From an optimization exercise on the open Yosys and OpenROAD flow, aimed at small area; shortcuts taken in it are not production practice. Function was checked by simulation only, so behaviour that the tests miss may differ from the original. No activity file was given, so power comes from the tool's default toggle rates.

## dc_accel
module dc_accel (
    input  wire         clk,
    input  wire         rst,
    input  wire [2:0]   mod_bit,
    input  wire [2:0]   demod_neg,
    input  wire [2:0]   restart_req,
    input  wire [2:0]   ts_slow,
    output wire [2:0]   sw_valid,
    output wire [35:0]  coarse,
    output wire [2:0]   coarse_sat,
    output wire [2:0]   coarse_first,
    output wire [104:0] hb,
    output wire [2:0]   ts_valid,
    output wire [47:0]  ts_sample,
    output wire [2:0]   ts_sat,
    output wire [2:0]   ts_first
);
Settings: LEC_CHECK=0, CAP_MARGIN=30, CORE_MARGIN=2, CORE_UTILIZATION=65, CTS_CLUSTER_DIAMETER=100, CTS_CLUSTER_SIZE=28, SLEW_MARGIN=30; clock period 40.0 ns.
standard.sh (not shown) runs the stock make flow with config.mk's settings and CLKGATE_MAP_FILE= SYNTH_SCRIPT=/design/flow/synth_recipe.tcl, a recipe that flattens the netlist after the stock synthesis.
==> flow/flow/run.sh <==
#!/bin/bash
# Own flow: the standard layout (standard.sh, all ORFS steps unchanged)
# with two changes:
#  * synthesis maps the logic with an area-oriented ABC script
#    (flow/abc.script) in place of ORFS's abc_speed.script; registers,
#    their names and cells are the same as in the standard synthesis;
#  * every input and output port still gets its own buffer, but the port
#    buffers are sky130_fd_sc_hd__buf_1 (buffer_ports -buffer_cell).
set -euo pipefail
work="$(cd "$(dirname "$0")/.." && pwd)"
cd "$work"
rm -rf "$work/orfs_scripts"
cp -r "$FLOW_HOME/scripts" "$work/orfs_scripts"
cp "$work/flow/abc.script" "$work/orfs_scripts/abc_speed.script"
export SCRIPTS_DIR="$work/orfs_scripts"
export BUFFER_PORTS_ARGS="-buffer_cell sky130_fd_sc_hd__buf_1"
bash "$work/standard.sh" > "$work/standard_flow.log" 2>&1
==> flow/flow/abc.script <==
&get -n
&st
&syn2
&dch
&nf -a
&st
&syn2
&dch
&nf -a
&put
Change:
--- a/flow/design.v
+++ b/flow/design.v
@@ -16,52 +16,53 @@
     output wire        coarse_first,
     output wire [34:0] hb,
     output wire        ts_valid,
     output wire [15:0] ts_sample,
     output wire        ts_sat,
     output wire        ts_first
 );
     wire [5:0] r  = tstamp[5:0];
     wire       r0 = (r == 6'd0);
     wire       swap_inst = r0 && !tstamp[6];
-    reg        pend, m_slow, tsarm, tsdone, fresh;
+    reg        pend, m_slow, tsarm, tsdone;
     reg  [3:0] k;             
     reg        rs_ev, m_new;  
     wire do_restart = pend && swap_inst;
     wire ev  = !tstamp[6];    
     wire tsb = (tstamp[16:6] == 11'd0) ||
                (!m_slow && tstamp[16:6] == 11'd960);    
     always @(posedge clk) begin
         if (rst) begin
             pend <= 1'b0; m_slow <= ts_slow; tsarm <= 1'b0; tsdone <= 1'b0;
-            fresh <= 1'b1; k <= 4'd0; rs_ev <= 1'b0;
+            k <= 4'd0; rs_ev <= 1'b0;
         end else begin
             pend <= restart_req | (pend & ~do_restart);
             if (r0) begin
                 rs_ev <= do_restart;
                 m_new <= ts_slow;
             end
             if (r == 6'd63) begin
-                fresh <= tsb || rs_ev;
                 if (rs_ev) begin
                     k      <= 4'd1;
                     m_slow <= m_new;
                     tsarm  <= 1'b0;
                     tsdone <= 1'b0;
                 end else begin
                     if (k != 4'd9) k <= k + 4'd1;
                     if (tsb && k >= 4'd4) tsarm <= 1'b1;
                     if (tsb && tsarm) tsdone <= 1'b1;
                 end
             end
         end
     end
+    wire fresh = (k <= 4'd1) || (tstamp[16:6] == 11'd1) ||
+                 (!m_slow && tstamp[16:6] == 11'd961);
     wire clrE  = ev && (rs_ev || k == 4'd0);
     wire swp   = ev && (k >= 4'd8);
     wire tsp   = tsb && tsarm;
     wire s_2   = !m_slow;
     wire b = mod_bit ^ demod_neg;
     reg [24:0] A;
     reg [23:0] B;
     reg [22:0] C;
     reg [19:0] D;
     wire        cic_clr = do_restart || (k == 4'd0);
Result: Sequential power falls by about 3%; cell count is about the same; total power shrinks by about 3.7%; wire length is lower by about 12%; final area is lower by about 0.6%; die area came out lower by 0.87%; via count went down by about 6%; combinational power went down by 13%; global-route usage is lower by 4.6 points; synthesized cell count hardly moves.

==> separate check: timing with driven ports <==
The flow's constraints put no driver on any port. The routed layouts listed below were extracted and timed again, unchanged, in two steps.
Step 1 sets driving cells, clkbuf_16 on the clock port and buf_2 on the other inputs (assumed; they add their load-dependent delay and slew).
Step 2 times the ports against the registers' clock, not the clock port: input delays grow and output delays shrink by t, the midpoint of the rising clock arrivals with the driver on.
Three values: ideal, step 1, step 2; two values: the first two.
run | t (ns) | setup WS [ns] | hold WS [ns]
the first run | 0.716 | 24.771 / 24.812 / 24.095 | 0.313 / 0.313 / 0.313
the second run | 0.717 | 24.689 / 24.735 / 24.018 | 0.325 / 0.325 / 0.325
After both steps setup and hold are still met in every run listed. The setup slack of the first run, which loses most, moves by +0.041 ns with the drivers and by -0.676 ns with both steps.
